This is an optimization exercise on Yosys and OpenROAD, whose aim is small area, a short achievable clock period and few clock cycles per item, not a production implementation.
Function was checked by simulation only, so behaviour that the tests miss may differ from the original.
Power and IR drop assume default switching activity.

==> flow/design.v <==
module lp_div (
    input  wire        clk,
    input  wire        rst,         
    input  wire        start,       
    input  wire        signed_op,   
    input  wire [31:0] dividend,    
    input  wire [31:0] divisor,     
    output wire        in_ready,
    output reg         done,
    output reg  [31:0] quotient,
    output reg  [31:0] remainder,
    output reg         dz,          
    output reg         ov           
);
    function [31:0] below_or(input [31:0] x);
        reg [31:0] p;
        integer l, i, j;
        begin
            p = {x[30:0], 1'b0};
            for (l = 0; l < 5; l = l + 1)
                for (i = 0; i < 32; i = i + 1)
                    if ((i >> l) & 1) begin
                        j = ((i >> l) << l) - 1;
                        p[i] = p[i] | p[j];
                    end
            below_or = p;
        end
    endfunction
    function [31:0] cneg(input [31:0] x, input s);
        cneg = x ^ ({32{s}} & below_or(x));
    endfunction
    function [32:0] add32c(input [31:0] x, input [31:0] y, input cin);
        reg [31:0] g, p, t;
        integer l, i, j;
        begin
            t = x ^ y;
            g = x & y;
            p = t;
            g[0] = g[0] | (p[0] & cin);
            for (l = 0; l < 5; l = l + 1)
                for (i = 0; i < 32; i = i + 1)
                    if ((i >> l) & 1) begin
                        j = ((i >> l) << l) - 1;
                        g[i] = g[i] | (p[i] & g[j]);
                        p[i] = p[i] & p[j];
                    end
            add32c[32] = g[31];
            add32c[0]  = t[0] ^ cin;
            for (i = 1; i < 32; i = i + 1)
                add32c[i] = t[i] ^ g[i-1];
        end
    endfunction
    function [33:0] add33c(input [32:0] x, input [32:0] y, input cin);
        reg [32:0] g, p, t;
        integer l, i, j;
        begin
            t = x ^ y;
            g = x & y;
            p = t;
            g[0] = g[0] | (p[0] & cin);
            for (l = 0; l < 6; l = l + 1)
                for (i = 0; i < 33; i = i + 1)
                    if ((i >> l) & 1) begin
                        j = ((i >> l) << l) - 1;
                        g[i] = g[i] | (p[i] & g[j]);
                        p[i] = p[i] & p[j];
                    end
            add33c[33] = g[32];
            add33c[0]  = t[0] ^ cin;
            for (i = 1; i < 33; i = i + 1)
                add33c[i] = t[i] ^ g[i-1];
        end
    endfunction
    function [34:0] add35(input [34:0] x, input [34:0] y, input cin);
        reg [34:0] g, p, t;
        integer l, i, j;
        begin
            t = x ^ y;
            g = x & y;
            p = t;
            g[0] = g[0] | (p[0] & cin);
            for (l = 0; l < 6; l = l + 1)
                for (i = 0; i < 35; i = i + 1)
                    if ((i >> l) & 1) begin
                        j = ((i >> l) << l) - 1;
                        g[i] = g[i] | (p[i] & g[j]);
                        p[i] = p[i] & p[j];
                    end
            add35[0] = t[0] ^ cin;
            for (i = 1; i < 35; i = i + 1)
                add35[i] = t[i] ^ g[i-1];
        end
    endfunction
    function [5:0] lzc32(input [31:0] x);
        reg [15:0] z1; reg [15:0] c1;
        reg [7:0]  z2; reg [15:0] c2;
        reg [3:0]  z3; reg [11:0] c3;
        reg [1:0]  z4; reg [7:0]  c4;
        integer i;
        begin
            for (i = 0; i < 16; i = i + 1) begin
                z1[i] = ~(x[2*i+1] | x[2*i]);
                c1[i] = ~x[2*i+1];
            end
            for (i = 0; i < 8; i = i + 1) begin
                z2[i] = z1[2*i+1] & z1[2*i];
                c2[2*i +: 2] = z1[2*i+1] ? {1'b1, c1[2*i]} : {1'b0, c1[2*i+1]};
            end
            for (i = 0; i < 4; i = i + 1) begin
                z3[i] = z2[2*i+1] & z2[2*i];
                c3[3*i +: 3] = z2[2*i+1] ? {1'b1, c2[4*i +: 2]} : {1'b0, c2[4*i+2 +: 2]};
            end
            for (i = 0; i < 2; i = i + 1) begin
                z4[i] = z3[2*i+1] & z3[2*i];
                c4[4*i +: 4] = z3[2*i+1] ? {1'b1, c3[6*i +: 3]} : {1'b0, c3[6*i+3 +: 3]};
            end
            lzc32 = (z4[1] & z4[0]) ? 6'd32
                  : (z4[1] ? {2'b01, c4[3:0]} : {2'b00, c4[7:4]});
        end
    endfunction
    function [5:0] lzmag(input [31:0] x, input neg);
        reg pw;
        integer i;
        begin
            pw = neg;
            for (i = 1; i < 32; i = i + 1)
                pw = pw & (x[i] | ~x[i-1]);
            lzmag = lzc32(x ^ {32{neg}}) - {5'd0, pw};
        end
    endfunction
    reg        a_vld;
    reg [31:0] a_dvd;       
    reg [31:0] a_dsx;       
    reg [5:0]  a_lza;       
    reg [5:0]  a_lzd;       
    reg        a_nq, a_nr;
    reg        a_pos;       
    reg        b_busy;      
    reg        b_short;     
    reg        b_first;     
    reg [3:0]  b_cnt;       
    reg [31:0] b_rem;       
    reg [31:0] b_d;         
    reg [31:0] b_q;         
    reg        b_nq, b_nr, b_dz, b_ov;
    reg        b_pos;       
    reg [31:0] o_rem;       
    reg        o_nq, o_nr, o_dz, o_ov;
    reg        o_done;
    wire fin_it  = b_busy & (b_cnt == 4'd0);
    wire b_ready = ~b_busy | fin_it;          
    wire load    = a_vld & b_ready;
    assign in_ready = ~a_vld | b_ready;
    wire take    = start & in_ready;
    wire dvd_neg = signed_op & dividend[31];
    wire dsr_neg = signed_op & divisor[31];
    wire [6:0]  shd  = {1'b0, a_lzd} - {1'b0, a_lza};
    wire [5:0]  sh   = shd[5:0];              
    wire        qz   = shd[6];                
    wire        a_dz = a_lzd[5];
    wire        short = qz | a_dz;
    wire [31:0] d_s1 = sh[1] ? {a_dsx[29:0], {2{a_pos}}}  : a_dsx;
    wire [31:0] d_s2 = sh[2] ? {d_s1[27:0],  {4{a_pos}}}  : d_s1;
    wire [31:0] d_s3 = sh[3] ? {d_s2[23:0],  {8{a_pos}}}  : d_s2;
    wire [31:0] d_al = sh[4] ? {d_s3[15:0], {16{a_pos}}}  : d_s3;
    wire        a_ov = a_nr & ~a_nq & (a_lza == 6'd0) & (a_lzd == 6'd31);
    wire [34:0] x3 = {3'b000, b_rem};
    wire [34:0] y3 = {3'b111, b_d};
    wire [34:0] z3 = {2'b11, b_d, b_pos};
    wire [32:0] r1 = add32c(b_rem, b_d, b_pos);
    wire [33:0] r2 = add33c({1'b0, b_rem}, {b_d, b_pos}, b_pos);
    wire [34:0] cs_s = x3 ^ y3 ^ z3;
    wire [34:0] cs_c = (x3 & y3) | (x3 & z3) | (y3 & z3);
    wire [34:0] r3 = add35(cs_s, {cs_c[33:0], b_pos}, b_pos);
    wire        f1 = r1[32];
    wire        f2 = r2[33];
    wire        f3 = ~r3[34];
    wire [31:0] rem_nx = f3 ? r3[31:0] : f2 ? r2[31:0] : f1 ? r1[31:0] : b_rem;
    wire [1:0]  dig    = {f2, f3 | (f1 & ~f2)};
    always @(posedge clk) begin
        if (rst) begin
            a_vld   <= 1'b0;
            b_busy  <= 1'b0;
            b_short <= 1'b0;
            o_done  <= 1'b0;
            done    <= 1'b0;
        end else begin
            if (take) begin
                a_vld <= 1'b1;
            end else if (load) begin
                a_vld <= 1'b0;
            end
            b_busy  <= load ? ~short : (b_busy & (b_cnt != 4'd0));
            b_short <= load & short;
            o_done  <= fin_it | b_short;
            done    <= o_done;
        end
        if (take) begin
            a_dvd <= cneg(dividend, dvd_neg);
            a_dsx <= divisor ^ {32{~dsr_neg}};
            a_lza <= lzmag(dividend, dvd_neg);
            a_lzd <= lzmag(divisor, dsr_neg);
            a_nq  <= dvd_neg ^ dsr_neg;
            a_nr  <= dvd_neg;
            a_pos <= ~dsr_neg;
        end
        if (load) begin
            b_nq  <= a_nq;
            b_nr  <= a_nr;
            b_dz  <= a_dz;
            b_ov  <= a_ov;
            b_pos <= a_pos;
        end
        b_rem   <= load ? a_dvd : rem_nx;
        b_d     <= load ? d_al  : {2'b11, b_d[31:2]};
        b_cnt   <= load ? sh[4:1] : b_cnt - 4'd1;
        b_first <= load;
        b_q     <= b_short ? {32{b_dz}}
                           : {b_q[29:0] & {30{~b_first}}, dig};
        o_rem   <= b_short ? b_rem : rem_nx;
        o_nq    <= b_nq;
        o_nr    <= b_nr;
        o_dz    <= b_dz;
        o_ov    <= b_ov;
    end
    always @(posedge clk) begin
        quotient  <= cneg(b_q, o_nq);
        remainder <= cneg(o_rem, o_nr);
        dz        <= o_dz;
        ov        <= o_ov;
    end
endmodule
Settings: LEC_CHECK=0, ABC_AREA=1, CAP_MARGIN=20, CORE_MARGIN=2, CORE_UTILIZATION=55, SETUP_SLACK_MARGIN=3.0, SLEW_MARGIN=20, TNS_END_PERCENT=0; clock period 5.0 ns.
standard.sh (not shown) runs the stock make flow with config.mk's settings and CLKGATE_MAP_FILE= SYNTH_SCRIPT=/design/flow/synth_recipe.tcl, a recipe that flattens the netlist after the stock synthesis.
==> flow/flow/run.sh <==
#!/bin/bash
# The standard layout flow, unchanged except that the port buffers
# are the library's smallest plain buffer instead of a delay buffer.
# Every input and output port still gets its own buffer.
set -euo pipefail
export BUFFER_PORTS_ARGS="-buffer_cell sky130_fd_sc_hd__buf_2"
bash standard.sh > standard.log 2>&1
Testbench counts at the start, summed over its fixed seeds: cycles 11,027, divs 3,200.
Rerun with:
==> flow/run.sh (new file) <==
#!/bin/bash
# synth_recipe.tcl (not shown) runs the flow's synth.tcl, then flattens the netlist and writes it again
# the make line also repeats each setting of config.mk as NAME=value (left out here)
make -C /OpenROAD-flow-scripts/flow DESIGN_CONFIG=/design/flow/config.mk WORK_HOME=/design/flow/orfs CLKGATE_MAP_FILE= SYNTH_SCRIPT=/design/flow/synth_recipe.tcl finish
- SETUP_SLACK_MARGIN: 3.0 -> 2.0
removed: flow/flow/run.sh
removed: flow/standard.sh
- The new run finished with timing, DRC and antenna clean
- synthesized area stays the same
- power rose by 5.1%
- final area rises by 4.6%
- die area stays the same
- wire length goes up by 2.1%
- setup slack loses 0.11 ns
- non-clock buffer count is higher by 17
- clock power drops by about 3%
- via count rose by 1.6%
- combinational power is higher by about 9%
- maximum frequency goes down by 3.5%
Rerun with:
==> flow/flow/run.sh (new file) <==
#!/bin/bash
# The standard layout flow, unchanged except that the port buffers
# are the library's smallest plain buffer instead of a delay buffer.
# Every input and output port still gets its own buffer.
set -euo pipefail
export BUFFER_PORTS_ARGS="-buffer_cell sky130_fd_sc_hd__buf_2"
bash standard.sh > standard.log 2>&1
==> flow/standard.sh (new file) <==
#!/bin/bash
# synth_recipe.tcl (not shown) runs the flow's synth.tcl, then flattens the netlist and writes it again
# the make line also repeats each setting of config.mk as NAME=value (left out here)
make -C /OpenROAD-flow-scripts/flow DESIGN_CONFIG=/design/flow/config.mk WORK_HOME=/design/flow/orfs CLKGATE_MAP_FILE= SYNTH_SCRIPT=/design/flow/synth_recipe.tcl "${@:-finish}"
- SETUP_SLACK_MARGIN: 2.0 -> 2.6
removed: flow/run.sh
Non-clock buffer count is lower by 17.
Via count is lower slightly.
Cell area is lower by a few percent.
Rerun with:
- SETUP_SLACK_MARGIN: 2.6 -> 1.7
=> Design area came out lower by 1.5%; sequential share of layout area is higher by 0.14 points; sequential cell count does not change; power went down by 1.9%; die area is unchanged; setup slack got worse by 0.27 ns; fmax shrinks by 8.5%.
Rerun with:
- SETUP_SLACK_MARGIN: 1.7 -> 2.3
What happened:
- wire length goes up by 2.8%
- power went up by 2.0%
- combinational power came out higher by about 4%
- fmax rose by 9.3%
- global-route usage rose by 0.68 points
- design area rose by 1.6%
- via count rose by 2.0%
- sequential power is higher by about 1%
- clock power falls by about 7%
- sequential cell count stays the same
- setup slack gets better by 0.27 ns

port drivers added, routing unchanged:
In the flow no input, the clock included, has a driving cell. The finished layouts below were timed again as built, in two steps.
Step 1: set_driving_cell puts a clkbuf_16 on clk and a buf_2 on each other input, an assumption about the parent block.
Step 2, shift: input delay + t, output delay - t, t = (earliest + latest rising clock arrival at the registers) / 2. This alone moves slack from input paths to output paths.
Slacks: ideal ports / drivers / drivers and shift; pairs: ideal ports / drivers.
run | shift t [ns] | setup slack, ns | worst setup path at the end | clock arrival spread, ns | worst register clock-pin slew, ns
the first run | 0.593 | 2.063 / 2.063 / 1.544 | input to register | 0.017 / 0.018 | 0.06 / 0.06
the second run | 0.585 | 1.958 / 1.940 / 1.476 | input to register | 0.023 / 0.024 | 0.07 / 0.07
the third run | 0.593 | 2.063 / 2.063 / 1.544 | input to register | 0.017 / 0.018 | 0.06 / 0.06
the fourth run | 0.595 | 1.791 / 1.791 / 1.341 | input to register | 0.015 / 0.015 | 0.06 / 0.06
the fifth run | 0.593 | 2.063 / 2.063 / 1.544 | input to register | 0.017 / 0.018 | 0.06 / 0.06
After both steps every run listed still meets setup and hold.
